Background: an optimization exercise with open tools, aiming at small area, a short achievable clock period and few clock cycles per item. Do not read the settings as production practice.
Where RTL was checked, it was by simulation tests only, not by an equivalence proof against the original.
For run 2, only the layout was checked, not whether the RTL still works.
Power figures rest on the tool's default switching activity, not on a simulated workload.

===== flow/run.sh =====
#!/bin/bash
# synth_recipe.tcl (not shown) runs the flow's synth.tcl, then flattens the netlist and writes it again
# the make line also repeats each setting of config.mk as NAME=value (left out here)
make -C /OpenROAD-flow-scripts/flow DESIGN_CONFIG=/design/flow/config.mk WORK_HOME=/design/flow/orfs CLKGATE_MAP_FILE= SYNTH_SCRIPT=/design/flow/synth_recipe.tcl finish

===== flow/config.mk =====
export PLATFORM = sky130hd
export DESIGN_NAME = conf_raymap
export DESIGN_NICKNAME = conf_raymap
export VERILOG_FILES = /design/flow/design.v
export SDC_FILE = /design/flow/constraint.sdc
export NUM_CORES = 4
export LEC_CHECK = 0
export ABC_CLOCK_PERIOD_IN_PS = 5000
export CAP_MARGIN = 20
export CORE_MARGIN = 2
export CORE_UTILIZATION = 40
export SLEW_MARGIN = 20

===== flow/constraint.sdc =====
create_clock -name core_clock -period 20.0 [get_ports {clk}]
set_input_delay 4.0000 -clock core_clock [delete_from_list [all_inputs] [get_ports {clk}]]
set_output_delay 4.0000 -clock core_clock [all_outputs]
set_load 0.01 [all_outputs]

===== flow/design.v =====
module conf_fdiv (
    input  wire               clk,
    input  wire               rst,
    input  wire               start,
    input  wire        [14:0] r0,
    input  wire        [31:0] q0,
    input  wire        [3:0]  cycles,
    input  wire               neg,
    input  wire        [14:0] divisor,
    output reg                busy,
    output wire signed [32:0] quot,
    output wire        [14:0] rem
);
    reg [14:0] r;
    reg [31:0] q;
    reg [14:0] d;
    reg [16:0] d3;
    reg        ng;
    reg [3:0]  cnt;
    function [16:0] step4;    
        input [14:0] rr;
        input [1:0]  b;
        input [14:0] dd;
        input [16:0] dd3;
        reg   [16:0] t;
        reg   [17:0] s1, s2, s3;
        begin
            t  = {rr, b};
            s1 = {1'b0, t} - {3'b0, dd};
            s2 = {1'b0, t} - {2'b0, dd, 1'b0};
            s3 = {1'b0, t} - {1'b0, dd3};
            if (!s3[17])      step4 = {2'd3, s3[14:0]};
            else if (!s2[17]) step4 = {2'd2, s2[14:0]};
            else if (!s1[17]) step4 = {2'd1, s1[14:0]};
            else              step4 = {2'd0, t[14:0]};
        end
    endfunction
    wire [16:0] s_hi = step4(r,           q[31:30], d, d3);
    wire [16:0] s_lo = step4(s_hi[14:0],  q[29:28], d, d3);
    always @(posedge clk) begin
        if (rst) begin
            busy <= 1'b0;
        end else if (start) begin
            r    <= r0;
            q    <= q0;
            d    <= divisor;
            d3   <= {2'b0, divisor} + {1'b0, divisor, 1'b0};
            ng   <= neg;
            cnt  <= cycles;
            busy <= 1'b1;
        end else if (busy) begin
            r   <= s_lo[14:0];
            q   <= {q[27:0], s_hi[16:15], s_lo[16:15]};
            cnt <= cnt - 4'd1;
            if (cnt == 4'd1) busy <= 1'b0;
        end
    end
    wire rnz = (r != 15'd0);
    assign quot = !ng ? $signed({1'b0, q}) :
                  rnz ? $signed(~{1'b0, q}) : -$signed({1'b0, q});
    assign rem  = (ng && rnz) ? (d - r) : r;
endmodule
module conf_raymap (
    input  wire        clk,
    input  wire        rst,
    input  wire [12:0] cfg_hogels_x,
    input  wire [12:0] cfg_hogels_y,
    input  wire [4:0]  cfg_views_u,
    input  wire [4:0]  cfg_views_v,
    input  wire [1:0]  cfg_lens_type,
    input  wire [1:0]  cfg_layout,
    input  wire [1:0]  cfg_view_flip,
    input  wire [7:0]  cfg_slant_p,
    input  wire [4:0]  cfg_slant_q,
    input  wire [14:0] cfg_pitch_x,
    input  wire [14:0] cfg_pitch_y,
    input  wire        req_valid,
    output wire        req_ready,
    input  wire [15:0] req_px,
    input  wire [15:0] req_py,
    input  wire [1:0]  req_k,
    output wire        map_req,
    output wire [23:0] map_addr,
    input  wire        map_ack,
    input  wire [63:0] map_data,
    output wire        res_valid,
    input  wire        res_ready,
    output wire [1:0]  res_kind,
    output wire [29:0] res_ray,
    output wire [1:0]  res_colour
);
    localparam [1:0] K_MAPPED = 2'd0, K_UNMAPPED = 2'd1, K_BLACK = 2'd2;
    reg [12:0] c_hx, c_hy;
    reg [4:0]  c_nu, c_nv;
    reg [1:0]  c_lens, c_lay, c_flip;
    reg [5:0]  c_pabs;
    reg        c_pneg;
    reg [4:0]  c_q;
    reg [14:0] c_px, c_py;
    reg [8:0]  c_nuv;
    wire [7:0] pneg_in = 8'd0 - cfg_slant_p;
    always @(posedge clk) begin
        if (rst) begin
            c_hx   <= cfg_hogels_x;
            c_hy   <= cfg_hogels_y;
            c_nu   <= cfg_views_u;
            c_nv   <= cfg_views_v;
            c_lens <= cfg_lens_type;
            c_lay  <= cfg_layout;
            c_flip <= cfg_view_flip;
            c_pneg <= cfg_slant_p[7];
            c_pabs <= cfg_slant_p[7] ? pneg_in[5:0] : cfg_slant_p[5:0];
            c_q    <= cfg_slant_q;
            c_px   <= cfg_pitch_x;
            c_py   <= cfg_pitch_y;
            c_nuv  <= cfg_views_u * cfg_views_v;
        end
    end
    wire        lens0 = (c_lens == 2'd0);
    wire        lens1 = (c_lens == 2'd1);
    wire        lens2 = (c_lens == 2'd2);
    wire        mode3 = !lens1 && c_lay[1];
    wire [13:0] hpx   = c_px[14:1];
    wire [13:0] hpy   = c_py[14:1];
    reg  [15:0] q_px [0:1];
    reg  [15:0] q_py [0:1];
    reg  [1:0]  q_k  [0:1];
    reg  [1:0]  q_cnt;
    assign req_ready = (q_cnt != 2'd2);
    wire   push = req_valid && req_ready;
    wire   pop;
    always @(posedge clk) begin
        if (rst) begin
            q_cnt <= 2'd0;
        end else begin
            if (pop) begin
                q_px[0] <= q_px[1]; q_py[0] <= q_py[1]; q_k[0] <= q_k[1];
            end
            if (push) begin
                if (q_cnt == 2'd0 || (q_cnt == 2'd1 && pop)) begin
                    q_px[0] <= req_px; q_py[0] <= req_py; q_k[0] <= req_k;
                end else begin
                    q_px[1] <= req_px; q_py[1] <= req_py; q_k[1] <= req_k;
                end
            end
            q_cnt <= q_cnt + {1'b0, push} - {1'b0, pop};
        end
    end
    wire        hv    = (q_cnt != 2'd0);
    wire [15:0] h_px  = q_px[0];
    wire [15:0] h_py  = q_py[0];
    wire [1:0]  h_k   = q_k[0];
    wire [1:0]  h_li  = mode3 ? h_k : 2'd0;
    wire [1:0]  h_col = c_lay[0] ? (2'd2 - h_k) : h_k;
    wire [25:0] h_px768 = {h_px, 9'd0} + {1'b0, h_px, 8'd0};
    wire [25:0] h_x0 = (lens1 || c_lay[1]) ? (h_px768 + 26'd384)
                                           : (h_px768 + {15'd0, h_k, 8'd0} + 26'd128);
    wire [7:0]  h_k85 = {h_k, 6'd0} + {2'd0, h_k, 4'd0} + {4'd0, h_k, 2'd0} + {6'd0, h_k};
    wire [23:0] h_y  = mode3 ? ({h_py, 8'd0} + 24'd43 + {16'd0, h_k85})
                             : ({h_py, 8'd0} + 24'd128);
    reg         dx_start, dy_start;
    reg  [14:0] dx_r0, dy_r0, dx_d, dy_d;
    reg  [31:0] dx_q0, dy_q0;
    reg  [3:0]  dx_cyc, dy_cyc;
    reg         dx_neg, dy_neg;
    wire        dx_busy, dy_busy;
    wire signed [32:0] dx_quot, dy_quot;
    wire [14:0] dx_rem, dy_rem;
    conf_fdiv u_dx (.clk(clk), .rst(rst), .start(dx_start), .r0(dx_r0), .q0(dx_q0),
                    .cycles(dx_cyc), .neg(dx_neg), .divisor(dx_d),
                    .busy(dx_busy), .quot(dx_quot), .rem(dx_rem));
    conf_fdiv u_dy (.clk(clk), .rst(rst), .start(dy_start), .r0(dy_r0), .q0(dy_q0),
                    .cycles(dy_cyc), .neg(dy_neg), .divisor(dy_d),
                    .busy(dy_busy), .quot(dy_quot), .rem(dy_rem));
    reg         m_start;
    reg  [23:0] m_ain;
    reg  [12:0] m_bin;
    reg  [31:0] m_acc, m_a;
    reg  [12:0] m_b;
    reg         m_busy;
    always @(posedge clk) begin
        if (rst) begin
            m_busy <= 1'b0;
        end else if (m_start) begin
            m_acc  <= 32'd0;
            m_a    <= {8'd0, m_ain};
            m_b    <= m_bin;
            m_busy <= (m_bin != 13'd0);
        end else if (m_busy) begin
            m_acc <= m_acc + (m_b[0] ? m_a : 32'd0) + (m_b[1] ? {m_a[30:0], 1'b0} : 32'd0)
                           + (m_b[2] ? {m_a[29:0], 2'b0} : 32'd0);
            m_a   <= {m_a[28:0], 3'b000};
            m_b   <= {3'b000, m_b[12:3]};
            if (m_b[12:3] == 10'd0) m_busy <= 1'b0;
        end
    end
    reg [25:0] k256q, k768q;
    reg [14:0] k256r, k768r;
    reg [24:0] kdyq;
    reg [14:0] kdyr;
    reg signed [15:0] kdsq;
    reg [4:0]  kdsr;
    reg         l_v    [0:2];
    reg  [15:0] l_px   [0:2];
    reg  [1:0]  l_k    [0:2];
    reg  [15:0] l_py   [0:2];
    reg  signed [32:0] l_x [0:2];
    reg         l_axv  [0:2];
    reg  [27:0] l_axq  [0:2];
    reg  [14:0] l_axr  [0:2];
    reg         l_yunm [0:2];
    reg  [11:0] l_hy   [0:2];
    reg  [15:0] l_ylow [0:2];
    reg  [14:0] l_yr   [0:2];
    reg  [23:0] l_rb   [0:2];
    reg  signed [31:0] l_s [0:2];    
    reg  [4:0]  l_sr   [0:2];
    reg         l_ayv  [0:2];        
    reg         c_v    [0:2];
    reg  [23:0] c_tag  [0:2];
    reg         c_blk  [0:2];
    reg  signed [11:0] c_rot [0:2];
    reg  signed [11:0] c_scl [0:2];
    reg  signed [32:0] c_eaq [0:2];
    reg  [14:0] c_ear  [0:2];
    reg  signed [32:0] c_ebq [0:2];
    reg  [14:0] c_ebr  [0:2];
    reg  [29:0] c_rb   [0:2];
    reg         c_wide [0:2];    
    localparam [3:0] S_PRE = 4'd0, S_PREW = 4'd1, S_RUN = 4'd2,
                     S_LR0 = 4'd3, S_LR1 = 4'd4, S_LR2 = 4'd5, S_LR3 = 4'd6,
                     S_AXR = 4'd7, S_AXW = 4'd8, S_PRE2 = 4'd9, S_RS0 = 4'd10,
                     S_RS1 = 4'd11, S_LR2B = 4'd12;
    reg [3:0] state;
    reg         t_yout, t_rbok;
    localparam [1:0] FE_IDLE = 2'd0, FE_RD = 2'd1, FE_ST = 2'd2, FE_W = 2'd3;
    reg  [1:0]  fe;
    reg         f_pf;
    wire        lr_want;
    wire        fe_yield = (fe == FE_IDLE) || (f_pf && (fe == FE_ST || fe == FE_W));
    wire        fe_abort;
    wire        fe_start;
    reg  [23:0] f_idx, f_tag;
    reg  [1:0]  f_slot, last_cs;
    reg         f_blk;
    reg  signed [11:0] f_rot, f_scl;
    reg  signed [15:0] f_dx, f_dy;
    wire        L_v    = l_v[h_li];
    wire [15:0] L_px   = l_px[h_li];
    wire [1:0]  L_k    = l_k[h_li];
    wire [15:0] L_py   = l_py[h_li];
    wire signed [32:0] L_x = l_x[h_li];
    wire        L_axv  = l_axv[h_li];
    wire [27:0] L_axq  = l_axq[h_li];
    wire [14:0] L_axr  = l_axr[h_li];
    wire        L_yunm = l_yunm[h_li];
    wire [11:0] L_hy   = l_hy[h_li];
    wire [15:0] L_ylow = l_ylow[h_li];
    wire [14:0] L_yr   = l_yr[h_li];
    wire [23:0] L_rb   = l_rb[h_li];
    wire signed [31:0] L_s = l_s[h_li];
    wire [4:0]  L_sr   = l_sr[h_li];
    wire        L_ayv  = l_ayv[h_li];
    wire [16:0] L_px1  = {1'b0, L_px} + 17'd1;
    wire        s_same = (h_px == L_px) && (h_k == L_k);
    wire        s_nk   = !mode3 && (h_px == L_px) && (h_k == L_k + 2'd1);
    wire        s_np   = ({1'b0, h_px} == L_px1) && (mode3 || (h_k == 2'd0 && L_k == 2'd2));
    wire        lhit   = L_v && (h_py == L_py) && (s_same || s_nk || s_np);
    wire        u256   = !lens1 && (s_nk || (s_np && !mode3));
    wire        u768   = s_np && (mode3 || lens1);
    wire [15:0] r256 = {1'b0, L_axr} + {1'b0, k256r};
    wire [15:0] r768 = {1'b0, L_axr} + {1'b0, k768r};
    wire        c256 = (r256 >= {1'b0, c_px});
    wire        c768 = (r768 >= {1'b0, c_px});
    wire [14:0] ar256 = c256 ? (r256[14:0] - c_px) : r256[14:0];
    wire [14:0] ar768 = c768 ? (r768[14:0] - c_px) : r768[14:0];
    wire [27:0] aq256a = L_axq + {2'd0, k256q};
    wire [27:0] aq256b = L_axq + {2'd0, k256q} + 28'd1;
    wire [27:0] aq768a = L_axq + {2'd0, k768q};
    wire [27:0] aq768b = L_axq + {2'd0, k768q} + 28'd1;
    wire [27:0] aq256 = c256 ? aq256b : aq256a;
    wire [27:0] aq768 = c768 ? aq768b : aq768a;
    wire [27:0] axq_n = u256 ? aq256 : u768 ? aq768 : L_axq;
    wire [14:0] axr_n = u256 ? ar256 : u768 ? ar768 : L_axr;
    wire signed [32:0] x256 = L_x + 33'sd256;
    wire signed [32:0] x768 = L_x + 33'sd768;
    wire signed [32:0] xn   = u256 ? x256 : u768 ? x768 : L_x;
    wire        inr    = !xn[32] && (xn < $signed({6'd0, c_px, 12'd0}));
    wire        need_ax = !L_yunm && inr && !L_axv;
    reg         v_r2;
    reg         r2_unm;
    reg  [11:0] r2_hx, r2_hy;
    reg  [15:0] r2_xlow, r2_ylow;
    reg  [14:0] r2_xr, r2_yr;
    reg  [23:0] r2_rb;
    reg  [1:0]  r2_col, r2_li;
    wire        r2_free;
    wire        r1_go = (state == S_RUN) && hv && lhit && !need_ax && r2_free;
    assign pop = r1_go;
    wire        hxbig = ({1'b0, r2_hx} >= c_hx);
    wire        unm2  = r2_unm || hxbig;
    wire [23:0] tag   = {r2_hy, r2_hx};
    wire        ch0   = c_v[0] && (c_tag[0] == tag);
    wire        ch1   = c_v[1] && (c_tag[1] == tag);
    wire        ch2   = c_v[2] && (c_tag[2] == tag);
    wire        chit  = ch0 || ch1 || ch2;
    wire [1:0]  cs    = ch0 ? 2'd0 : ch1 ? 2'd1 : 2'd2;
    wire        e_free;
    wire        r2_emit = v_r2 && (unm2 || chit) && e_free;
    wire        r2_miss = v_r2 && !unm2 && !chit;
    assign r2_free = !v_r2 || r2_emit;
    always @(posedge clk) begin
        if (rst) begin
            v_r2 <= 1'b0;
        end else if (r1_go) begin
            v_r2 <= 1'b1;
        end else if (r2_emit) begin
            v_r2 <= 1'b0;
        end
        if (r1_go) begin
            r2_unm  <= L_yunm || !inr;
            r2_hx   <= axq_n[27:16];
            r2_hy   <= L_hy;
            r2_xlow <= axq_n[15:0];
            r2_xr   <= axr_n;
            r2_ylow <= L_ylow;
            r2_yr   <= L_yr;
            r2_rb   <= L_rb;
            r2_col  <= h_col;
            r2_li   <= h_li;
        end
    end
    wire        yout_c = (h_y >= {c_py, 12'd0});
    wire [11:0] hy_c   = dy_quot[27:16];
    wire        yunm_c = t_yout || ({1'b0, hy_c} >= c_hy);
    wire signed [32:0] x_c = $signed({7'd0, h_x0}) - L_s
                             - ((lens2 && L_hy[0]) ? $signed({19'd0, hpx}) : 33'sd0);
    wire        rs_ok  = L_v && L_ayv && ({1'b0, h_py} == {1'b0, L_py} + 17'd1);
    wire [15:0] ys     = {1'b0, L_yr} + {1'b0, kdyr};
    wire        cy     = (ys >= {1'b0, c_py});
    wire [14:0] yr_n   = cy ? (ys[14:0] - c_py) : ys[14:0];
    wire [28:0] ay_n   = {1'b0, L_hy, L_ylow} + {4'd0, kdyq} + {28'd0, cy};
    wire [11:0] hy_n   = ay_n[27:16];
    wire        yunm_n = ay_n[28] || ({1'b0, hy_n} >= c_hy);
    wire [5:0]  ss     = {1'b0, L_sr} + {1'b0, kdsr};
    wire        csl    = (ss >= {1'b0, c_q});
    wire [4:0]  sr_n   = csl ? (ss[4:0] - c_q) : ss[4:0];
    wire signed [31:0] s_n = L_s + kdsq + $signed({31'd0, csl});
    wire        hy_same = (hy_n == L_hy);
    wire        hy_inc  = (hy_n == L_hy + 12'd1);
    wire [23:0] rb_inc  = L_rb + {11'd0, c_hx};
    wire [16:0] r3w     = {1'b0, k256r, 1'b0} + {2'b0, k256r};
    wire [1:0]  c3      = (r3w >= {1'b0, c_px, 1'b0}) ? 2'd2 : (r3w >= {2'b0, c_px}) ? 2'd1 : 2'd0;
    wire        lx_inr = !L_x[32] && (L_x < $signed({6'd0, c_px, 12'd0}));
    wire signed [16:0] cxa     = $signed({3'd0, hpx}) + f_dx;
    wire signed [16:0] cya     = $signed({3'd0, hpy}) + f_dy;
    wire [16:0] cxn = 17'd0 - cxa;
    wire [16:0] cyn = 17'd0 - cya;
    wire [15:0] cxm = cxa[16] ? cxn[15:0] : cxa[15:0];
    wire [15:0] cym = cya[16] ? cyn[15:0] : cya[15:0];
    wire        cxs = (cxm < {1'b0, c_px});    
    wire        cys = (cym < {1'b0, c_py});
    always @(*) begin
        dx_start = 1'b0; dx_r0 = 15'd0; dx_q0 = 32'd0; dx_cyc = 4'd7; dx_neg = 1'b0; dx_d = c_px;
        dy_start = 1'b0; dy_r0 = 15'd0; dy_q0 = 32'd0; dy_cyc = 4'd7; dy_neg = 1'b0; dy_d = c_py;
        m_start  = 1'b0; m_ain = 24'd0; m_bin = 13'd0;
        case (state)
            S_PRE: begin
                dx_start = 1'b1; dx_q0 = 32'h1000_0000;
                dy_start = 1'b1; dy_q0 = 32'h1000_0000;
            end
            S_PREW: if (!dx_busy && !dy_busy) begin
                dx_start = lens0; dx_q0 = {2'd0, c_pabs, 8'd0, 16'd0}; dx_cyc = 4'd4;
                dx_neg = c_pneg; dx_d = {10'd0, c_q};
            end
            S_LR0: begin
                dy_start = !yout_c;
                dy_r0 = {3'd0, h_y[23:12]}; dy_q0 = {h_y[11:0], 20'd0};
                m_start = lens0; m_ain = h_y; m_bin = {7'd0, c_pabs};
            end
            S_LR1: begin
                dx_start = !m_busy;
                dx_q0 = m_acc; dx_cyc = 4'd8; dx_neg = c_pneg; dx_d = {10'd0, c_q};
            end
            S_LR2B: begin
                dx_start = !L_yunm && lx_inr;
                dx_r0 = L_x[26:12]; dx_q0 = {L_x[11:0], 20'd0};
                m_start = !L_yunm && !t_rbok; m_ain = {11'd0, c_hx}; m_bin = {1'b0, L_hy};
            end
            S_AXR: begin
                dx_start = 1'b1;
                dx_r0 = L_x[26:12]; dx_q0 = {L_x[11:0], 20'd0};
            end
            default: ;
        endcase
        if (fe_start) begin
                dx_start = 1'b1; dx_neg = !cxa[16] && (cxa != 17'sd0);
                if (cxs) begin dx_r0 = cxm[14:0]; dx_cyc = 4'd4; end
                else     begin dx_q0 = {cxm, 16'd0}; dx_cyc = 4'd8; end
                dy_start = 1'b1; dy_neg = !cya[16] && (cya != 17'sd0);
                if (cys) begin dy_r0 = cym[14:0]; dy_cyc = 4'd4; end
                else     begin dy_q0 = {cym, 16'd0}; dy_cyc = 4'd8; end
                m_start = 1'b1; m_ain = f_idx; m_bin = {4'd0, c_nuv};
        end
    end
    integer i, j;
    always @(posedge clk) begin
        if (rst) begin
            state <= S_PRE;
            for (i = 0; i < 3; i = i + 1) begin
                l_v[i] <= 1'b0;
            end
        end else begin
            if (r1_go) begin
                l_px[h_li]  <= h_px;
                l_k[h_li]   <= h_k;
                l_x[h_li]   <= xn;
                l_axq[h_li] <= axq_n;
                l_axr[h_li] <= axr_n;
                l_axv[h_li] <= L_axv && inr;
            end
            case (state)
                S_PRE:  state <= S_PREW;
                S_PREW: if (!dx_busy && !dy_busy) begin
                    k256q <= dx_quot[25:0]; k256r <= dx_rem;
                    kdyq  <= dy_quot[24:0]; kdyr  <= dy_rem;
                    state <= S_PRE2;
                end
                S_PRE2: if (!dx_busy) begin
                    k768q <= {k256q[24:0], 1'b0} + k256q + {24'd0, c3};
                    k768r <= r3w[14:0] - ((c3 == 2'd2) ? {c_px[13:0], 1'b0} : (c3 == 2'd1) ? c_px : 15'd0);
                    kdsq  <= lens0 ? dx_quot[15:0] : 16'sd0;
                    kdsr  <= lens0 ? dx_rem[4:0] : 5'd0;
                    state <= S_RUN;
                end
                S_RUN: begin
                    if (hv && !lhit && fe_yield) begin
                        state <= rs_ok ? S_RS0 : S_LR0;
                    end else if (hv && lhit && need_ax && fe_yield) begin
                        l_px[h_li] <= h_px;
                        l_k[h_li]  <= h_k;
                        l_x[h_li]  <= xn;
                        state      <= S_AXR;
                    end
                end
                S_LR0: begin
                    t_yout <= yout_c;
                    state  <= lens0 ? S_LR1 : S_LR2;
                end
                S_LR1: if (!m_busy) state <= S_LR2;
                S_LR2: if (!dx_busy && !dy_busy) begin
                    l_py[h_li]   <= h_py;
                    l_yunm[h_li] <= yunm_c;
                    l_ayv[h_li]  <= !t_yout;
                    l_hy[h_li]   <= hy_c;
                    l_ylow[h_li] <= dy_quot[15:0];
                    l_yr[h_li]   <= dy_rem;
                    l_s[h_li]    <= lens0 ? dx_quot[31:0] : 32'sd0;
                    l_sr[h_li]   <= lens0 ? dx_rem[4:0] : 5'd0;
                    t_rbok       <= 1'b0;
                    state        <= S_RS1;
                end
                S_RS0: begin
                    l_py[h_li]   <= h_py;
                    l_yunm[h_li] <= yunm_n;
                    l_ayv[h_li]  <= !ay_n[28];
                    l_hy[h_li]   <= hy_n;
                    l_ylow[h_li] <= ay_n[15:0];
                    l_yr[h_li]   <= yr_n;
                    l_s[h_li]    <= lens0 ? s_n : 32'sd0;
                    l_sr[h_li]   <= sr_n;
                    if (hy_inc) l_rb[h_li] <= rb_inc;
                    t_rbok       <= hy_same || hy_inc;
                    state        <= S_RS1;
                end
                S_RS1: begin
                    l_px[h_li]   <= h_px;
                    l_k[h_li]    <= h_k;
                    l_x[h_li]    <= x_c;
                    state        <= S_LR2B;
                end
                S_LR2B: begin
                    l_axv[h_li]  <= lx_inr && !L_yunm;
                    state        <= S_LR3;
                end
                S_LR3: if (!dx_busy && !m_busy) begin
                    l_v[h_li]    <= 1'b1;
                    l_axq[h_li]  <= dx_quot[27:0];
                    l_axr[h_li]  <= dx_rem;
                    if (!t_rbok) l_rb[h_li] <= m_acc[23:0];
                    state        <= S_RUN;
                end
                S_AXR: state <= S_AXW;
                S_AXW: if (!dx_busy) begin
                    l_axv[h_li] <= 1'b1;
                    l_axq[h_li] <= dx_quot[27:0];
                    l_axr[h_li] <= dx_rem;
                    state       <= S_RUN;
                end
                default: state <= S_PRE;
            endcase
        end
    end
    wire [11:0] nhx    = r2_hx + 12'd1;
    wire [23:0] ntag   = {r2_hy, nhx};
    wire        nh0    = c_v[0] && (c_tag[0] == ntag);
    wire        nh1    = c_v[1] && (c_tag[1] == ntag);
    wire        nh2    = c_v[2] && (c_tag[2] == ntag);
    wire        pf_req = !mode3 && v_r2 && !unm2 && chit && !(nh0 || nh1 || nh2)
                         && ({1'b0, nhx} < c_hx);
    wire [1:0]  cs1    = (cs == 2'd2) ? 2'd0 : cs + 2'd1;
    wire [1:0]  lcs1   = (last_cs == 2'd2) ? 2'd0 : last_cs + 2'd1;
    wire        fill_ok = !(v1 && e_cs == f_slot) && !(v_r2 && chit && cs == f_slot);
    wire        abort  = fe_abort;
    assign lr_want  = hv && (!lhit || need_ax);
    assign fe_abort = (state == S_RUN) && lr_want && f_pf && (fe == FE_ST || fe == FE_W);
    assign fe_start = (fe == FE_ST) && !f_blk && (state == S_RUN) && !(f_pf && lr_want)
                      && !(f_pf && r2_miss && tag != f_tag);
    always @(posedge clk) begin
        if (rst) begin
            fe      <= FE_IDLE;
            last_cs <= 2'd0;
            for (j = 0; j < 3; j = j + 1) begin
                c_v[j] <= 1'b0;
            end
        end else begin
            if (r2_emit && !unm2) last_cs <= cs;
            case (fe)
                FE_IDLE: if (r2_miss) begin
                    f_pf   <= 1'b0;
                    f_idx  <= r2_rb + {12'd0, r2_hx};
                    f_tag  <= tag;
                    f_slot <= mode3 ? r2_li : lcs1;
                    fe     <= FE_RD;
                end else if (pf_req && state == S_RUN) begin
                    f_pf   <= 1'b1;
                    f_idx  <= r2_rb + {12'd0, nhx};
                    f_tag  <= ntag;
                    f_slot <= cs1;
                    fe     <= FE_RD;
                end
                FE_RD: if (map_ack) begin
                    f_dx  <= map_data[15:0];
                    f_dy  <= map_data[31:16];
                    f_blk <= map_data[56];
                    f_rot <= map_data[43:32];
                    f_scl <= map_data[55:44];
                    fe    <= FE_ST;
                end
                FE_ST: begin
                    if (r2_miss && tag == f_tag) f_pf <= 1'b0;
                    if (abort || (f_pf && r2_miss && tag != f_tag)) fe <= FE_IDLE;
                    else if (fe_start || f_blk) fe <= FE_W;
                end
                FE_W: begin
                    if (r2_miss && tag == f_tag) f_pf <= 1'b0;
                    if (abort || (f_pf && r2_miss && tag != f_tag)) begin
                        fe <= FE_IDLE;
                    end else if ((f_blk || (!dx_busy && !dy_busy && !m_busy)) && fill_ok) begin
                        c_tag[f_slot] <= f_tag;
                        c_blk[f_slot] <= f_blk;
                        c_rot[f_slot] <= f_rot;
                        c_scl[f_slot] <= f_scl;
                        c_eaq[f_slot] <= dx_quot;
                        c_ear[f_slot] <= dx_rem;
                        c_ebq[f_slot] <= dy_quot;
                        c_ebr[f_slot] <= dy_rem;
                        c_rb[f_slot]  <= m_acc[29:0];
                        c_wide[f_slot] <= !((dx_quot[32:17] == {16{dx_quot[32]}}) && !(!dx_quot[32] && dx_quot[16]))
                                       || !((dy_quot[32:17] == {16{dy_quot[32]}}) && !(!dy_quot[32] && dy_quot[16]));
                        c_v[f_slot]   <= 1'b1;
                        fe            <= FE_IDLE;
                    end
                end
                default: fe <= FE_IDLE;
            endcase
        end
    end
    assign map_req  = (fe == FE_RD);
    assign map_addr = f_idx;
    reg  vsk;
    wire en = !vsk;
    reg  v1, v2, v3, v4, v5;
    reg  ph;
    reg  [1:0]  e_kind, e_col, e_cs;
    reg  [15:0] e_xlow, e_ylow;
    reg  [14:0] e_xr, e_yr;
    reg  [1:0]  a_kind, a_col;
    reg  signed [33:0] a_a, a_b;
    reg  signed [11:0] a_rot, a_scl;
    reg  [29:0] a_rb;
    reg         wide_a;
    wire hold   = v2 && wide_a && !ph;
    wire e_adv  = en && !hold;
    assign e_free = !v1 || e_adv;
    always @(posedge clk) begin
        if (rst) begin
            v1 <= 1'b0;
        end else if (r2_emit) begin
            v1 <= 1'b1;
        end else if (e_adv) begin
            v1 <= 1'b0;
        end
        if (r2_emit) begin
            e_kind <= unm2 ? K_UNMAPPED : (c_blk[cs] ? K_BLACK : K_MAPPED);
            e_col  <= r2_col;
            e_cs   <= cs;
            e_xlow <= r2_xlow;
            e_xr   <= r2_xr;
            e_ylow <= r2_ylow;
            e_yr   <= r2_yr;
        end
    end
    wire [15:0] ca_s = {1'b0, e_xr} + {1'b0, c_ear[e_cs]};
    wire [15:0] cb_s = {1'b0, e_yr} + {1'b0, c_ebr[e_cs]};
    wire        ca   = (ca_s >= {1'b0, c_px});
    wire        cb   = (cb_s >= {1'b0, c_py});
    always @(posedge clk) begin
        if (rst) begin
            v2 <= 1'b0;
        end else if (e_adv) begin
            v2 <= v1;
        end
        if (e_adv) begin
            a_kind <= e_kind;
            a_col  <= e_col;
            a_a    <= $signed({18'd0, e_xlow}) + c_eaq[e_cs] + $signed({33'd0, ca});
            a_b    <= $signed({18'd0, e_ylow}) + c_ebq[e_cs] + $signed({33'd0, cb});
            a_rot  <= c_rot[e_cs];
            a_scl  <= c_scl[e_cs];
            a_rb   <= c_rb[e_cs];
            wide_a <= (e_kind == K_MAPPED) && c_wide[e_cs];
        end
    end
    wire signed [17:0] m_A = (wide_a && !ph) ? $signed({a_a[33], a_a[33:17]}) :
                             wide_a ? $signed({1'b0, a_a[16:0]}) : a_a[17:0];
    wire signed [17:0] m_B = (wide_a && !ph) ? $signed({a_b[33], a_b[33:17]}) :
                             wide_a ? $signed({1'b0, a_b[16:0]}) : a_b[17:0];
    wire signed [30:0] pa  = a_scl * m_A - a_rot * m_B;
    wire signed [30:0] pb  = a_scl * m_B + a_rot * m_A;
    reg  signed [30:0] hi_a, hi_b;
    reg  [1:0]  p_kind, p_col;
    reg         p_wide;
    reg  signed [33:0] p_a, p_b;
    reg  signed [30:0] p_loa, p_lob;
    reg  [29:0] p_rb;
    always @(posedge clk) begin
        if (rst) begin
            v3 <= 1'b0;
            ph <= 1'b0;
        end else if (en) begin
            if (hold) begin
                v3 <= 1'b0;
                ph <= 1'b1;
            end else begin
                v3 <= v2;
                ph <= 1'b0;
            end
        end
        if (en) begin
            if (hold) begin
                hi_a <= pa;
                hi_b <= pb;
            end else begin
                p_kind <= a_kind;
                p_col  <= a_col;
                p_wide <= wide_a;
                p_a    <= a_a;
                p_b    <= a_b;
                p_loa  <= pa;
                p_lob  <= pb;
                p_rb   <= a_rb;
            end
        end
    end
    wire signed [30:0] hia = p_wide ? hi_a : 31'sd0;
    wire signed [30:0] hib = p_wide ? hi_b : 31'sd0;
    wire signed [47:0] ta  = ($signed({{17{hia[30]}}, hia}) <<< 17) + p_loa;
    wire signed [47:0] tb  = ($signed({{17{hib[30]}}, hib}) <<< 17) + p_lob;
    wire signed [35:0] wa  = p_a + (ta >>> 16) + 36'sd32768;
    wire signed [35:0] wb  = p_b + (tb >>> 16) + 36'sd32768;
    reg  [1:0]  s_kind, s_col;
    reg         s_ua, s_oa, s_ub, s_ob;
    reg  [15:0] s_va, s_vb;
    reg  [29:0] s_rb;
    always @(posedge clk) begin
        if (rst) begin
            v4 <= 1'b0;
        end else if (en) begin
            v4 <= v3;
        end
        if (en) begin
            s_kind <= p_kind;
            s_col  <= p_col;
            s_ua   <= wa[35];
            s_oa   <= !wa[35] && (wa[34:16] != 19'd0);
            s_va   <= wa[15:0];
            s_ub   <= wb[35];
            s_ob   <= !wb[35] && (wb[34:16] != 19'd0);
            s_vb   <= wb[15:0];
            s_rb   <= p_rb;
        end
    end
    wire [20:0] upm = s_va * c_nu;
    wire [20:0] vpm = s_vb * c_nv;
    wire [3:0]  nu1 = c_nu[3:0] - 4'd1;
    wire [3:0]  nv1 = c_nv[3:0] - 4'd1;
    wire [3:0]  up  = s_ua ? 4'd0 : s_oa ? nu1 : upm[19:16];
    wire [3:0]  vp  = s_ub ? 4'd0 : s_ob ? nv1 : vpm[19:16];
    wire [3:0]  vu  = c_flip[0] ? (nu1 - up) : up;
    wire [3:0]  vv  = c_flip[1] ? (nv1 - vp) : vp;
    reg  [1:0]  w_kind, w_col;
    reg  [3:0]  w_vu, w_vv;
    reg  [29:0] w_rb;
    always @(posedge clk) begin
        if (rst) begin
            v5 <= 1'b0;
        end else if (en) begin
            v5 <= v4;
        end
        if (en) begin
            w_kind <= s_kind;
            w_col  <= s_col;
            w_vu   <= vu;
            w_vv   <= vv;
            w_rb   <= s_rb;
        end
    end
    wire [8:0]  w_vvnu = w_vv * c_nu;
    wire [29:0] w_ray = (w_kind == K_MAPPED) ? (w_rb + {21'd0, w_vvnu} + {26'd0, w_vu}) : 30'd0;
    reg         vo;
    reg  [1:0]  o_kind, o_col, k_kind, k_col;
    reg  [29:0] o_ray, k_ray;
    wire        o_free = !vo || res_ready;
    always @(posedge clk) begin
        if (rst) begin
            vo  <= 1'b0;
            vsk <= 1'b0;
        end else if (vsk) begin
            if (o_free) begin
                vo  <= 1'b1;
                vsk <= 1'b0;
            end
        end else if (o_free) begin
            vo <= v5;
        end else if (v5) begin
            vsk <= 1'b1;
        end
        if (vsk) begin
            if (o_free) begin
                o_kind <= k_kind; o_col <= k_col; o_ray <= k_ray;
            end
        end else if (o_free) begin
            o_kind <= w_kind; o_col <= w_col; o_ray <= w_ray;
        end else begin
            k_kind <= w_kind; k_col <= w_col; k_ray <= w_ray;
        end
    end
    assign res_valid  = vo;
    assign res_kind   = o_kind;
    assign res_ray    = o_ray;
    assign res_colour = o_col;
endmodule

==> results of run 1 <==
-- cells by family (layout without fill, tap and decap cells) --
family | Yosys count | in the layout | share of synthesized area (%)
AOI/OAI and AO/OA | 3551 | 3551 | 12.0
xor gates and xnor gates | 1187 | 1187 | 5.63
adders and majority gates | 2596 | 2596 | 22.1
buffers and inverters | 2303 | 2708 | 4.72
DFF | 2551 | 2551 | 41.2
muxes | 330 | 330 | 1.83
other | 0 | 12 | 0
and+or+nand+nor | 4813 | 4813 | 12.5
-- area by class of cell --
class,count,area [sq um]
Antenna cell,12,30.0
Multi-Input combinational cell,12500,101000
Clock inverter,195,2060
Clock buffer,323,7460
Sequential cell,2551,76300
Tap cell,6174,7720
Fill cell,43200,257000
Timing Repair Buffer,542,4710
Inverter,1648,6200
-- per-layer routing --
layer,part of all wire (%),global-route usage [%],vias to the layer above
met3,7.0,3.32,846
met5,0.0048,0,-
li1,-,-,61400
met2,47,38.9,4425
met4,4.1,8.29,4
met1,42,31.4,65900
-- worst max-delay path by stage --
stage                   start  slack (ns)  cells past startpoint          end
floorplan           q_k[0][1]        1.49                     34     c_blk[0]
CTS                 c_lens[1]        7.48                     48   l_rb[0][5]
detailed placement  c_lens[1]        7.57                     48  l_rb[0][23]
global route        c_lens[1]        6.42                     48   l_rb[1][9]
finish              c_lens[1]        7.21                     48  l_rb[1][17]
global placement    c_lens[1]        7.57                     48  l_rb[0][23]
-- registers in the layout, indices dropped and copies added (netlist names), 72 cells and up, named ones only --
register  flops
c_eaq        99
l_axq        84
l_s          96
c_tag        72
l_x          99
c_rb         90
c_ebq        99
l_rb         72
-- Yosys cell counts (316+ instances only) --
master    count
xnor2_1     802
inv_1      1644
nor3_1      316
clkbuf_1    509
nor2_1     1025
nand2_1    1590
o21ai_0     864
xor2_1      382
and2_1      674
a21oi_1     997
edfxtp_1   2520
fa_1       1139
ha_1       1456
-- power groups by stage --
stage / clock network, mW / logic [mW] / registers (mW)
floorplan: 0 / 9.30 / 7.15
global placement: 0 / 12.7 / 7.37
CTS: 5.52 / 13.0 / 7.27
detailed placement: 0 / 12.9 / 7.38
finish: 5.43 / 13.2 / 7.29
global route: 5.72 / 14.5 / 7.31
-- stage by stage --
step | cell area [sq um] | hold slack, ns
after global routing | 205000 | 0.401
final | 205000 | 0.398
after detailed placement | 196000 | 0.405
after CTS | 205000 | 0.395
after global placement | 196000 | 0.401
after floorplan | 185000 | 0.400
-- worst max-delay path, delay by kind of cell (launching register included) --
family,cells,cell delay (ns)
AO/OA/AOI/OAI,24,4.99
buffers and inverters,5,1.47
AND/OR/NAND/NOR,12,3.46
XOR/XNOR,3,0.79
flip-flops,1,0.48
adder cells (fa/ha/maj),4,1.16
==> qor.yml, run 1 <==
logic_synthesis:
  synth_seq_area_share_pct: 41.2
  ys.flop_type: "edfxtp_1"
  synth_edf_count: 2520
  async_flop_share_pct: 0
  yosys_warnings: 5
  syn-num-nets: 20100
  synth_seq_cells: 2551
  syn_inst: 17300
  synth_area_leader_cell: "edfxtp_1"
  syn-cell-area_sq_mm: 0.185
  synth_cell_types: 113
  synth_area_leaders: "edfxtp_1, fa_1, ha_1"
  yosysTopAreaCellShare_pct: 40.8
  avgSynthCellArea_sq_um: 10.7
worst_setup_path:
  worst-r2r-setup-slack_ns: 7.21
  required_ns: 20.60
  arrival_ns: 13.38
  worst-setup-path-type: "reg2reg"
  critPathSlowestCell: "nor2_4"
  r2r-start: "c_lens[1]"
  r2r_cells: 48
  worstSetupStartpointType: "register"
  r2r-end: "l_rb[1][17]"
  slowest_delay_ns: 0.80
  end_kind: "register"
  crit_top_cell: "o21ai_0"
  crit_fanout: 39
final_layout:
  areaGrowthSynthToFinish_pct: 10.8
  layout_commonest_cell: "edfxtp_1"
  stdcell_count: 23900
  utilization_pct: 44.4
  final_cell_mix: "edfxtp_1, inv_1, nand2_1"
  fin_nets: 20300
  final_layout_size_suffix_gt1_share_pct: 5.78
drt:
  route.detailed.drc: 0
  avgRoutedWirePerCell_um: 23.4
  first_iter_violations: 11500
  drt_pass1_iterations: 6
  vias_per_cell: 5.54
  postRouteWirelength_mm: 560
  antenna_left: 0
  num_vias: 133000
clock_tree:
  cts.sinks: 2551
  cts_hold_buf: 0
  h-tree-depth: 5
  tritoncts: "done"
  path_clk_slew_ns: 0.06
  postCtsSetupBuffers: 0
  cts_resized: 0
  clk_latency_ns: 0.98
  cts-root-buf: "clkbuf_16"
  clockBufferDepth: 4
  cts_buffers: 289
min_path:
  min_from: "r2_xlow[3]"
  hold_path_end: "e_xlow[3]"
  hold_path_depth: 0
  hold_class: "reg2reg"
power:
  ir_drop_uv: 315
  p_sw_share_pct: 41.9
  cell_internal_pwr_mw: 15.0
  p_clk_share_pct: 21.0
  power_switching_mw: 10.8
  pwr-share-comb_pct: 50.9
  seqPwrFrac_pct: 28.2
  p_total_mw: 25.9
  power_density_mw_per_mm2: 126
  leakage_nw: 81.5
timing:
  rsz0062_at_grt: "no"
  period_share_pct: 63.9
  finClkSkew_ns: 0.123
  fmax_mhz: 78.2
  setup_viol: 0
  hold_viol_final: 0
  worst_pin_slew_ns: 1.28
  setup-tns-final_ns: 0
  slew_viol_final: 0
  setup_ws_ns: 7.21
  relSlewSlack_pct: 14.6
  finalCriticalPeriod_ns: 12.79
placement:
  port_buffers: 240
  dp_cells: 23400
  hpwl_mm: 419
  gp_congestion: 0.955
  dp_slack_ns: 7.57
grt:
  antenna_found_initial: 30
  grt_usage_pct: 23.5
  grt_max_degree: 120
  grt_overflow_total: 0
  grt_pass1_vias: 130000
  grt_pass1_wl_mm: 832
floorplan:
  boundaryPins: 249
  start_util_pct: 40.1
  fp.dieH_um: 685
  core_sq_mm: 0.463
  row_count: 250
  die_area_sq_mm: 0.469
  fp.dieW_um: 685
flow_run:
  maxCapViolCount: 0
outcome:
  status: "no timing/DRC/antenna violations"
Testbench counts, summed over its fixed seeds: cycles 18,214, items 11,520.
==> run 2: changes to the inputs <==
--- a/flow/design.v
+++ b/flow/design.v
@@ -234,3 +234,4 @@
     reg [3:0] state;
-    reg         t_yout, t_rbok;
+    reg         t_yout, t_rbok, t_lr;
+    reg  [11:0] t_ohy;
     localparam [1:0] FE_IDLE = 2'd0, FE_RD = 2'd1, FE_ST = 2'd2, FE_W = 2'd3;
@@ -239,3 +240,3 @@
     wire        lr_want;
-    wire        fe_yield = (fe == FE_IDLE) || (f_pf && (fe == FE_ST || fe == FE_W));
+    wire        fe_yield = (fe == FE_IDLE) || (f_pf && fe == FE_W);
     wire        fe_abort;
@@ -334,3 +335,2 @@
     wire [11:0] hy_c   = dy_quot[27:16];
-    wire        yunm_c = t_yout || ({1'b0, hy_c} >= c_hy);
     wire signed [32:0] x_c = $signed({7'd0, h_x0}) - L_s
@@ -343,3 +343,2 @@
     wire [11:0] hy_n   = ay_n[27:16];
-    wire        yunm_n = ay_n[28] || ({1'b0, hy_n} >= c_hy);
     wire [5:0]  ss     = {1'b0, L_sr} + {1'b0, kdsr};
@@ -348,4 +347,4 @@
     wire signed [31:0] s_n = L_s + kdsq + $signed({31'd0, csl});
-    wire        hy_same = (hy_n == L_hy);
-    wire        hy_inc  = (hy_n == L_hy + 12'd1);
+    wire        hy_same = (L_hy == t_ohy);
+    wire        hy_inc  = (L_hy == t_ohy + 12'd1);
     wire [23:0] rb_inc  = L_rb + {11'd0, c_hx};
@@ -452,3 +451,2 @@
                     l_py[h_li]   <= h_py;
-                    l_yunm[h_li] <= yunm_c;
                     l_ayv[h_li]  <= !t_yout;
@@ -459,3 +457,3 @@
                     l_sr[h_li]   <= lens0 ? dx_rem[4:0] : 5'd0;
-                    t_rbok       <= 1'b0;
+                    t_lr         <= 1'b1;
                     state        <= S_RS1;
@@ -464,3 +462,2 @@
                     l_py[h_li]   <= h_py;
-                    l_yunm[h_li] <= yunm_n;
                     l_ayv[h_li]  <= !ay_n[28];
@@ -471,4 +468,4 @@
                     l_sr[h_li]   <= sr_n;
-                    if (hy_inc) l_rb[h_li] <= rb_inc;
-                    t_rbok       <= hy_same || hy_inc;
+                    t_ohy        <= L_hy;
+                    t_lr         <= 1'b0;
                     state        <= S_RS1;
@@ -476,2 +473,3 @@
                 S_RS1: begin
+                    l_yunm[h_li] <= !L_ayv || ({1'b0, L_hy} >= c_hy);
                     l_px[h_li]   <= h_px;
@@ -479,2 +477,4 @@
                     l_x[h_li]    <= x_c;
+                    if (!t_lr && hy_inc) l_rb[h_li] <= rb_inc;
+                    t_rbok       <= !t_lr && (hy_same || hy_inc);
                     state        <= S_LR2B;
@@ -512,8 +512,9 @@
     wire [1:0]  lcs1   = (last_cs == 2'd2) ? 2'd0 : last_cs + 2'd1;
-    wire        fill_ok = !(v1 && e_cs == f_slot) && !(v_r2 && chit && cs == f_slot);
-    wire        abort  = fe_abort;
+    wire [1:0]  dem_slot = mode3 ? r2_li : lcs1;
+    wire        dem_ok   = !(v1 && e_cs == dem_slot);
+    wire        pf_ok    = !(v1 && e_cs == cs1);
+    wire        abort    = fe_abort;
     assign lr_want  = hv && (!lhit || need_ax);
-    assign fe_abort = (state == S_RUN) && lr_want && f_pf && (fe == FE_ST || fe == FE_W);
-    assign fe_start = (fe == FE_ST) && !f_blk && (state == S_RUN) && !(f_pf && lr_want)
-                      && !(f_pf && r2_miss && tag != f_tag);
+    assign fe_abort = (state == S_RUN) && lr_want && f_pf && (fe == FE_W);
+    assign fe_start = (fe == FE_ST) && !f_blk && (state == S_RUN);
     always @(posedge clk) begin
@@ -529,8 +530,11 @@
                 FE_IDLE: if (r2_miss) begin
-                    f_pf   <= 1'b0;
-                    f_idx  <= r2_rb + {12'd0, r2_hx};
-                    f_tag  <= tag;
-                    f_slot <= mode3 ? r2_li : lcs1;
-                    fe     <= FE_RD;
-                end else if (pf_req && state == S_RUN) begin
+                    if (dem_ok) begin
+                        f_pf   <= 1'b0;
+                        f_idx  <= r2_rb + {12'd0, r2_hx};
+                        f_tag  <= tag;
+                        f_slot <= dem_slot;
+                        c_v[dem_slot] <= 1'b0;
+                        fe     <= FE_RD;
+                    end
+                end else if (pf_req && state == S_RUN && pf_ok) begin
                     f_pf   <= 1'b1;
@@ -539,2 +543,3 @@
                     f_slot <= cs1;
+                    c_v[cs1] <= 1'b0;
                     fe     <= FE_RD;
@@ -550,5 +555,3 @@
                 FE_ST: begin
-                    if (r2_miss && tag == f_tag) f_pf <= 1'b0;
-                    if (abort || (f_pf && r2_miss && tag != f_tag)) fe <= FE_IDLE;
-                    else if (fe_start || f_blk) fe <= FE_W;
+                    if (fe_start || f_blk) fe <= FE_W;
                 end
@@ -558,3 +561,3 @@
                         fe <= FE_IDLE;
-                    end else if ((f_blk || (!dx_busy && !dy_busy && !m_busy)) && fill_ok) begin
+                    end else if (f_blk || (!dx_busy && !dy_busy && !m_busy)) begin
                         c_tag[f_slot] <= f_tag;
@@ -617,2 +620,3 @@
     wire        cb   = (cb_s >= {1'b0, c_py});
+    reg         a_ca, a_cb;
     always @(posedge clk) begin
@@ -626,4 +630,6 @@
             a_col  <= e_col;
-            a_a    <= $signed({18'd0, e_xlow}) + c_eaq[e_cs] + $signed({33'd0, ca});
-            a_b    <= $signed({18'd0, e_ylow}) + c_ebq[e_cs] + $signed({33'd0, cb});
+            a_a    <= $signed({18'd0, e_xlow}) + c_eaq[e_cs];
+            a_b    <= $signed({18'd0, e_ylow}) + c_ebq[e_cs];
+            a_ca   <= ca;
+            a_cb   <= cb;
             a_rot  <= c_rot[e_cs];
@@ -634,13 +640,21 @@
     end
-    wire signed [17:0] m_A = (wide_a && !ph) ? $signed({a_a[33], a_a[33:17]}) :
+    wire        lo_pass = !(wide_a && !ph);
+    wire signed [17:0] m_A = !lo_pass ? $signed({a_a[33], a_a[33:17]}) :
                              wide_a ? $signed({1'b0, a_a[16:0]}) : a_a[17:0];
-    wire signed [17:0] m_B = (wide_a && !ph) ? $signed({a_b[33], a_b[33:17]}) :
+    wire signed [17:0] m_B = !lo_pass ? $signed({a_b[33], a_b[33:17]}) :
                              wide_a ? $signed({1'b0, a_b[16:0]}) : a_b[17:0];
-    wire signed [30:0] pa  = a_scl * m_A - a_rot * m_B;
-    wire signed [30:0] pb  = a_scl * m_B + a_rot * m_A;
-    reg  signed [30:0] hi_a, hi_b;
+    wire signed [12:0] sc1 = $signed({a_scl[11], a_scl});
+    wire signed [35:0] pya = (lo_pass && a_ca) ? 36'sd65536 + sc1 : 36'sd0;
+    wire signed [35:0] pyb = (lo_pass && a_cb) ? 36'sd65536 + sc1 : 36'sd0;
+    wire signed [35:0] pra = (lo_pass && a_ca) ? $signed({{24{a_rot[11]}}, a_rot}) : 36'sd0;
+    wire signed [35:0] prb = (lo_pass && a_cb) ? $signed({{24{a_rot[11]}}, a_rot}) : 36'sd0;
+    wire signed [35:0] off = lo_pass ? 36'sd2147483648 : 36'sd0;
+    wire signed [35:0] pa  = ($signed({{18{m_A[17]}}, m_A}) <<< 16) + a_scl * m_A - a_rot * m_B
+                             + pya - prb + off;
+    wire signed [35:0] pb  = ($signed({{18{m_B[17]}}, m_B}) <<< 16) + a_scl * m_B + a_rot * m_A
+                             + pyb + pra + off;
+    reg  signed [35:0] hi_a, hi_b;
     reg  [1:0]  p_kind, p_col;
     reg         p_wide;
-    reg  signed [33:0] p_a, p_b;
-    reg  signed [30:0] p_loa, p_lob;
+    reg  signed [35:0] p_loa, p_lob;
     reg  [29:0] p_rb;
@@ -667,4 +681,2 @@
                 p_wide <= wide_a;
-                p_a    <= a_a;
-                p_b    <= a_b;
                 p_loa  <= pa;
@@ -675,8 +687,6 @@
     end
-    wire signed [30:0] hia = p_wide ? hi_a : 31'sd0;
-    wire signed [30:0] hib = p_wide ? hi_b : 31'sd0;
-    wire signed [47:0] ta  = ($signed({{17{hia[30]}}, hia}) <<< 17) + p_loa;
-    wire signed [47:0] tb  = ($signed({{17{hib[30]}}, hib}) <<< 17) + p_lob;
-    wire signed [35:0] wa  = p_a + (ta >>> 16) + 36'sd32768;
-    wire signed [35:0] wb  = p_b + (tb >>> 16) + 36'sd32768;
+    wire signed [53:0] ta  = p_wide ? (($signed({{18{hi_a[35]}}, hi_a}) <<< 17) + p_loa)
+                                    : $signed({{18{p_loa[35]}}, p_loa});
+    wire signed [53:0] tb  = p_wide ? (($signed({{18{hi_b[35]}}, hi_b}) <<< 17) + p_lob)
+                                    : $signed({{18{p_lob[35]}}, p_lob});
     reg  [1:0]  s_kind, s_col;
@@ -694,8 +704,8 @@
             s_col  <= p_col;
-            s_ua   <= wa[35];
-            s_oa   <= !wa[35] && (wa[34:16] != 19'd0);
-            s_va   <= wa[15:0];
-            s_ub   <= wb[35];
-            s_ob   <= !wb[35] && (wb[34:16] != 19'd0);
-            s_vb   <= wb[15:0];
+            s_ua   <= ta[53];
+            s_oa   <= !ta[53] && (ta[52:32] != 21'd0);
+            s_va   <= ta[31:16];
+            s_ub   <= tb[53];
+            s_ob   <= !tb[53] && (tb[52:32] != 21'd0);
+            s_vb   <= tb[31:16];
             s_rb   <= p_rb;
==> qor.yml, run 2 <==
outcome:
  status: "no timing/DRC/antenna violations"
clock_tree:
  cts.sinks: 2518
  h-tree-depth: 5
  clk_latency_ns: 0.98
  path_clk_slew_ns: 0.06
  cts_hold_buf: 0
  tritoncts: "done"
  clockBufferDepth: 4
  postCtsSetupBuffers: 0
  cts_buffers: 299
  cts-root-buf: "clkbuf_16"
  cts_resized: 0
worst_setup_path:
  slowest_delay_ns: 0.74
  crit_top_cell: "buf_4"
  cp_top_family: "simple AND/OR/NAND/NOR gates"
  r2r-start: "q_k[0][1]"
  required_ns: 20.56
  r2r-end: "c_ebr[0][14]"
  critPathSlowestCell: "buf_4"
  crit_fanout: 121
  worst-r2r-setup-slack_ns: 8.50
  cp_num_buf_inv: 7
  worst-setup-path-type: "reg2reg"
  arrival_ns: 12.06
  worstSetupStartpointType: "register"
  r2r_cells: 30
  end_kind: "register"
timing:
  fmax_mhz: 87.0
  slew_viol_final: 0
  period_share_pct: 57.5
  relSlewSlack_pct: 19.9
  hold_viol_final: 0
  worst_pin_slew_ns: 1.19
  rsz0062_at_grt: "no"
  setup_viol: 0
  finClkSkew_ns: 0.0778
  finalCriticalPeriod_ns: 11.50
  whs_ns: 0.399
  setup-tns-final_ns: 0
final_layout:
  areaGrowthSynthToFinish_pct: 11.0
  utilization_pct: 44.5
  fin_nets: 20500
  fin_area_sq_mm: 0.208
  stdcell_count: 24000
  final_cell_mix: "edfxtp_1, inv_1, nand2_1"
  largestRegisters: "c_eaq (99), c_ebq (99), l_x (99)"
  layout_commonest_cell: "edfxtp_1"
  final_layout_size_suffix_gt1_share_pct: 5.97
floorplan:
  core_sq_mm: 0.466
  fp.dieW_um: 688
  fp.dieH_um: 688
  boundaryPins: 249
  die_area_sq_mm: 0.473
  start_util_pct: 40.1
  row_count: 251
grt:
  grt_pass1_vias: 133000
  grt_usage_pct: 23.8
  grt_pass1_wl_mm: 847
  antenna_found_initial: 46
  grt_max_degree: 122
  grt_overflow_total: 0
logic_synthesis:
  yosysMostFrequentCell: "edfxtp_1"
  syn-cell-area_sq_mm: 0.187
  synth_cell_types: 107
  yosysTopAreaCellShare_pct: 40.0
  synth_seq_area_share_pct: 40.3
  ys.flop_type: "edfxtp_1"
  ys_top_cells_by_count: "edfxtp_1, inv_1, nand2_1"
  avgSynthCellArea_sq_um: 10.7
  synth_area_leaders: "edfxtp_1, fa_1, ha_1"
  syn-num-nets: 20400
  async_flop_share_pct: 0
  yosys_warnings: 5
  synth_area_leader_cell: "edfxtp_1"
  syn_inst: 17400
  synth_seq_cells: 2518
  synth_edf_count: 2490
drt:
  avgRoutedWirePerCell_um: 23.7
  first_iter_violations: 11700
  num_vias: 133000
  vias_per_cell: 5.54
  drt_pass1_iterations: 7
  route.detailed.drc: 0
  postRouteWirelength_mm: 568
  antenna_left: 0
power:
  ir_drop_uv: 217
  leakage_nw: 83.3
  power_density_mw_per_mm2: 126
placement:
  dp_cells: 23500
  port_buffers: 240
  hpwl_mm: 421
  gp_congestion: 0.935
  post_dp_cell_area_sq_mm: 0.197
min_path:
  hold_path_depth: 0
  hold_path_end: "s_rb[27]"
  hold_class: "reg2reg"
  min_from: "p_rb[27]"
flow_run:
  maxCapViolCount: 0
==> run 2: changes by cell type in the layout (fill, tap and decap cells not counted), sizes merged, moves of 39 or more <==
cell,change
xor2,-39
mux2i,-48
o21bai,-46
inv,+253
a21oi,-49
fa,+201
nand2,+74
and2,-165
o21ai,-56
nor2,-58
clkbuf,+45
==> run 2: power breakdown <==
group          leakage [nW]  internal, mW  switching (mW)
clock                  4.85          3.31            2.36
sequential             23.5          6.78           0.482
combinational          55.0          5.19            8.03
==> run 2: kinds of logic after synthesis <==
logic type	after synthesis	share of synthesized area, %
flip-flops	2518	40.3
adder cells (fa/ha/maj)	2771	23.9
buffers and inverters	2563	5.19
XOR/XNOR	1141	5.35
multiplexers	295	1.63
AO/OA/AOI/OAI	3402	11.6
AND/OR/NAND/NOR	4705	12.0
==> run 2: how the worst max path moves through the flow <==
stage | startpoint | slack (ns) | endpoint | depth (start not counted)
after global routing | q_k[0][1] | 7.72 | l_hy[0][10] | 46
after floorplan | wide_a | 2.52 | l_k[2][0] | 9
after CTS | q_k[0][1] | 8.63 | c_ebr[0][12] | 30
final | q_k[0][1] | 8.50 | c_ebr[0][14] | 30
after detailed placement | q_k[0][1] | 8.66 | c_scl[0][8] | 30
after global placement | q_k[0][1] | 8.71 | c_scl[0][8] | 30
==> run 2: worst reg2reg max path: cells and delay by family, from the launching register on <==
| family | cells | cell delay (ns) |
|---|---|---|
| simple gates | 14 | 3.92 |
| xor+xnor | 1 | 0.11 |
| fa+ha+maj | 1 | 0.30 |
| mux | 1 | 0.23 |
| flops | 1 | 0.32 |
| compound gates | 6 | 2.10 |
| buf+inv | 7 | 3.91 |
==> run 2: layer usage <==
metal	global-route usage, %	up-vias	part of all wire, %
li1	-	61100	-
met1	31.1	66400	41
met2	39.7	4573	47
met4	8.63	10	4.1
met3	3.84	950	7.3
met5	0	-	0.012
==> run 2: layout make-up <==
cell class                      count  area (sq um)
Sequential cell                  2518         75300
Multi-Input combinational cell  12300        102000
Antenna cell                       16          40.0
Clock inverter                    175          2240
Inverter                         1900          7160
Clock buffer                      369          7860
Tap cell                         6198          7750
Timing Repair Buffer              545          4760
Fill cell                       43300        259000
==> run 2: through the flow <==
stage | setup slack [ns] | total power [mW]
2_1_floorplan | 2.52 | 16.5
3_3_place_gp | 8.71 | 20.2
3_5_place_dp | 8.66 | 20.3
4_1_cts | 8.63 | 26.1
5_1_grt | 7.72 | 28.0
6_report | 8.50 | 26.1
==> run 3: changes to the inputs <==
--- a/flow/design.v
+++ b/flow/design.v
@@ -127,3 +127,7 @@
     reg  [1:0]  q_k  [0:1];
+    reg  [1:0]  q_li [0:1];
+    reg  [16:0] q_pm [0:1];    
     reg  [1:0]  q_cnt;
+    wire [1:0]  n_li = mode3 ? req_k : 2'd0;
+    wire [16:0] n_pm = {1'b0, req_px} - 17'd1;
     assign req_ready = (q_cnt != 2'd2);
@@ -137,2 +141,3 @@
                 q_px[0] <= q_px[1]; q_py[0] <= q_py[1]; q_k[0] <= q_k[1];
+                q_li[0] <= q_li[1]; q_pm[0] <= q_pm[1];
             end
@@ -141,4 +146,6 @@
                     q_px[0] <= req_px; q_py[0] <= req_py; q_k[0] <= req_k;
+                    q_li[0] <= n_li; q_pm[0] <= n_pm;
                 end else begin
                     q_px[1] <= req_px; q_py[1] <= req_py; q_k[1] <= req_k;
+                    q_li[1] <= n_li; q_pm[1] <= n_pm;
                 end
@@ -152,3 +159,4 @@
     wire [1:0]  h_k   = q_k[0];
-    wire [1:0]  h_li  = mode3 ? h_k : 2'd0;
+    wire [1:0]  h_li  = q_li[0];
+    wire [16:0] h_pm  = q_pm[0];
     wire [1:0]  h_col = c_lay[0] ? (2'd2 - h_k) : h_k;
@@ -218,2 +226,3 @@
     reg         l_ayv  [0:2];        
+    reg         l_may  [0:2];        
     reg         c_v    [0:2];
@@ -232,3 +241,3 @@
                      S_AXR = 4'd7, S_AXW = 4'd8, S_PRE2 = 4'd9, S_RS0 = 4'd10,
-                     S_RS1 = 4'd11, S_LR2B = 4'd12;
+                     S_RS1 = 4'd11, S_LR2B = 4'd12, S_AXC = 4'd13, S_AXC2 = 4'd14;
     reg [3:0] state;
@@ -264,6 +273,6 @@
     wire        L_ayv  = l_ayv[h_li];
-    wire [16:0] L_px1  = {1'b0, L_px} + 17'd1;
+    wire        L_may  = l_may[h_li];
     wire        s_same = (h_px == L_px) && (h_k == L_k);
     wire        s_nk   = !mode3 && (h_px == L_px) && (h_k == L_k + 2'd1);
-    wire        s_np   = ({1'b0, h_px} == L_px1) && (mode3 || (h_k == 2'd0 && L_k == 2'd2));
+    wire        s_np   = (h_pm == {1'b0, L_px}) && (mode3 || (h_k == 2'd0 && L_k == 2'd2));
     wire        lhit   = L_v && (h_py == L_py) && (s_same || s_nk || s_np);
@@ -298,4 +307,12 @@
     wire        r2_free;
-    wire        r1_go = (state == S_RUN) && hv && lhit && !need_ax && r2_free;
+    reg         t_nax;
+    wire        r1_go = ((state == S_RUN && !L_may) || (state == S_AXC2 && !t_nax))
+                        && hv && lhit && r2_free;
     assign pop = r1_go;
+    function may_f;
+        input signed [32:0] xv;
+        begin
+            may_f = xv[32] && (xv[32:10] == {23{1'b1}}) && (xv[9:8] != 2'b00);
+        end
+    endfunction
     wire        hxbig = ({1'b0, r2_hx} >= c_hx);
@@ -419,2 +436,3 @@
                 l_axv[h_li] <= L_axv && inr;
+                l_may[h_li] <= !(L_axv && inr) && !L_yunm && may_f(xn);
             end
@@ -437,7 +455,20 @@
                         state <= rs_ok ? S_RS0 : S_LR0;
-                    end else if (hv && lhit && need_ax && fe_yield) begin
-                        l_px[h_li] <= h_px;
-                        l_k[h_li]  <= h_k;
-                        l_x[h_li]  <= xn;
-                        state      <= S_AXR;
+                    end else if (hv && lhit && L_may) begin
+                        state      <= S_AXC;
+                    end
+                end
+                S_AXC: begin
+                    t_nax <= need_ax;
+                    state <= S_AXC2;
+                end
+                S_AXC2: begin
+                    if (t_nax) begin
+                        if (fe_yield) begin
+                            l_px[h_li] <= h_px;
+                            l_k[h_li]  <= h_k;
+                            l_x[h_li]  <= xn;
+                            state      <= S_AXR;
+                        end
+                    end else if (r1_go) begin
+                        state <= S_RUN;
                     end
@@ -483,2 +514,3 @@
                     l_axv[h_li]  <= lx_inr && !L_yunm;
+                    l_may[h_li]  <= !lx_inr && !L_yunm && may_f(L_x);
                     state        <= S_LR3;
@@ -495,2 +527,3 @@
                     l_axv[h_li] <= 1'b1;
+                    l_may[h_li] <= 1'b0;
                     l_axq[h_li] <= dx_quot[27:0];
@@ -516,5 +549,5 @@
     wire        abort    = fe_abort;
-    assign lr_want  = hv && (!lhit || need_ax);
-    assign fe_abort = (state == S_RUN) && lr_want && f_pf && (fe == FE_W);
-    assign fe_start = (fe == FE_ST) && !f_blk && (state == S_RUN);
+    assign lr_want  = hv && (!lhit || L_may);
+    assign fe_abort = ((state == S_RUN && lr_want) || (state == S_AXC2 && t_nax)) && f_pf && (fe == FE_W);
+    assign fe_start = (fe == FE_ST) && !f_blk && (state == S_RUN || state == S_AXC || state == S_AXC2);
     always @(posedge clk) begin
==> qor.yml, run 3 <==
outcome:
  status: "no timing/DRC/antenna violations"
flow_run:
  maxCapViolCount: 0
clock_tree:
  postCtsSetupBuffers: 0
  cts.sinks: 2562
  tritoncts: "done"
  cts-root-buf: "clkbuf_16"
  cts_resized: 0
  clockBufferDepth: 4
  cts_hold_buf: 0
  clk_latency_ns: 0.99
  cts_buffers: 299
  h-tree-depth: 5
  path_clk_slew_ns: 0.06
worst_setup_path:
  crit_top_cell: "fa_1"
  r2r-start: "wide_a"
  worst-setup-path-type: "reg2reg"
  startpoint: "wide_a"
  arrival_ns: 11.71
  end_kind: "register"
  required_ns: 20.65
  slowest_delay_ns: 0.78
  worstSetupStartpointType: "register"
  crit_fanout: 32
  critPathSlowestCell: "nor4b_1"
floorplan:
  boundaryPins: 249
  fp.dieH_um: 694
  fp.dieW_um: 694
  die_area_sq_mm: 0.481
  start_util_pct: 40.1
  core_sq_mm: 0.474
  row_count: 253
logic_synthesis:
  ys.flop_type: "edfxtp_1"
  synth_area_leaders: "edfxtp_1, fa_1, ha_1"
  ys_top_cells_by_count: "edfxtp_1, inv_1, nand2_1"
  synth_area_leader_cell: "edfxtp_1"
  async_flop_share_pct: 0
  syn-num-nets: 20700
  yosysMostFrequentCell: "edfxtp_1"
  avgSynthCellArea_sq_um: 10.7
  syn-cell-area_sq_mm: 0.190
  yosysTopAreaCellShare_pct: 40.0
  synth_edf_count: 2532
  syn_inst: 17800
  synth_seq_cells: 2562
  synth_cell_types: 103
  yosys_warnings: 7
  synth_seq_area_share_pct: 40.3
min_path:
  hold_class: "reg2reg"
  min_from: "p_lob[16]"
timing:
  finalCriticalPeriod_ns: 11.06
  slew_viol_final: 0
  finClkSkew_ns: 0.126
  setup-tns-final_ns: 0
  hold_viol_final: 0
  rsz0062_at_grt: "no"
  setup_viol: 0
  relSlewSlack_pct: 16.2
  worst_pin_slew_ns: 1.26
  setup_ws_ns: 8.94
  fmax_mhz: 90.5
  period_share_pct: 55.3
final_layout:
  areaGrowthSynthToFinish_pct: 10.7
  largestRegisters: "c_eaq (99), c_ebq (99), l_x (99)"
  final_cell_mix: "edfxtp_1, inv_1, nand2_1"
  stdcell_count: 24500
  layout_commonest_cell: "edfxtp_1"
  fin_nets: 21000
  final_layout_size_suffix_gt1_share_pct: 5.44
power:
  seqPwrFrac_pct: 28.5
  power_density_mw_per_mm2: 121
  p_sw_share_pct: 41.5
  leakage_nw: 86.2
  ir_drop_uv: 129
  cell_internal_pwr_mw: 15.0
  p_clk_share_pct: 21.1
  power_switching_mw: 10.6
  p_total_mw: 25.6
  pwr-share-comb_pct: 50.4
grt:
  grt_pass1_wl_mm: 850
  grt_pass1_vias: 134000
  grt_overflow_total: 0
  antenna_found_initial: 69
  grt_usage_pct: 23.4
  grt_max_degree: 116
placement:
  dp_slack_ns: 9.03
  dp_cells: 24000
  hpwl_mm: 434
  gp_congestion: 0.950
  port_buffers: 240
drt:
  vias_per_cell: 5.46
  num_vias: 134000
  avgRoutedWirePerCell_um: 23.3
  drt_pass1_iterations: 7
  antenna_left: 0
  postRouteWirelength_mm: 572
  first_iter_violations: 11200
  route.detailed.drc: 0
[run 3: changes by cell type in the layout (fill, tap and decap cells not counted), sizes merged, moves of 46 or more]
cell	previous run	this run
mux2i	218	467
nand2	1665	1808
o22ai	162	29
nor2	970	1099
inv	1919	2043
or3	190	83
xnor2	797	737
a21o	233	292
o21ai	838	890
xor2	343	393
or2	85	37
a21oi	950	904
[run 3: power by group through the flow]
stage / Combinational [mW] / Clock [mW] / Sequential (mW)
2_1_floorplan: 9.35 / 0 / 7.13
3_5_place_dp: 12.7 / 0 / 7.38
3_3_place_gp: 12.5 / 0 / 7.38
4_1_cts: 12.8 / 5.51 / 7.27
6_report: 12.9 / 5.40 / 7.28
5_1_grt: 14.4 / 5.69 / 7.31
[run 3: logic make-up after synthesis]
logic type                 share of synthesized area, %
AOI/OAI and AO/OA                                  10.9
buffers and inverters                              5.24
muxes                                              3.08
xor gates and xnor gates                           5.20
adders and majority gates                          23.5
DFF                                                40.3
and+or+nand+nor                                    11.9
[run 3: area by class of cell]
cell class,instances,area [sq um]
fill,44400,264000
multi-input combinational,12600,104000
sequential,2562,76600
tap,6247,7820
clock buffer,367,7760
inverter,2029,7620
timing repair buffer,556,4840
clock inverter,168,1780
antenna,18,45.0
[run 3: worst paths after layout]
| kind | end | slack, ns | cells past startpoint |
|---|---|---|---|
| worst max-delay path | hi_a[35] | 8.94 | 32 |
| worst min-delay path | s_vb[0] | 0.41 | 0 |
| worst max register to register | hi_a[35] | 8.94 | 32 |
| worst min register to register | s_vb[0] | 0.41 | 0 |
[run 3: worst max-delay path, delay by kind of cell, from the launching register on]
kind,cells,cell delay (ns)
AOI/OAI and AO/OA,7,1.66
xor gates and xnor gates,1,0.14
adders and majority gates,9,3.95
buffers and inverters,7,1.76
DFF,1,0.63
and+or+nand+nor,8,2.58
[run 3: layer usage]
metal / wire, um / GRT usage [%]
met1: 234000 / 29.9
met5: 59 / 0
met3: 33700 / 2.80
met2: 273000 / 39.8
met4: 30900 / 10.7
[run 3: metrics by stage]
| stage | hold slack (ns) | utilization, % | cell area (sq um) |
|---|---|---|---|
| floorplan | 0.400 | - | 190000 |
| global placement | 0.401 | 42.4 | 201000 |
| detailed placement | 0.405 | 42.4 | 201000 |
| CTS | 0.407 | 44.4 | 210000 |
| global route | 0.409 | 44.4 | 210000 |
| finish | 0.410 | 44.4 | 211000 |
Testbench counts of run 3, summed over its fixed seeds: cycles 18,279, items 11,520.

## separate check: timing with driven ports
The results above use ideal ports. As a check the final layouts listed here were re-extracted and re-timed, cells and wires unchanged.
Step 1 assumes that a clkbuf_16 drives the clock port and a buf_2 every other input.
Step 2, shift: input delay + t, output delay - t, t = (earliest + latest rising clock arrival at the registers) / 2. This alone moves slack from input paths to output paths.
a / b / c = ideal / step 1 / step 2; a / b = the first two.
run	t (ns)	setup slack, ns	worst slew at a driven data input, ns	cell pins on the clock port's net
run 1	1.043	7.215 / 7.215 / 7.215	0.18	1
run 2	1.060	8.500 / 8.500 / 8.500	0.34	1
run 3	1.053	8.945 / 8.945 / 8.945	0.14	1
After both steps every run listed still meets setup and hold.
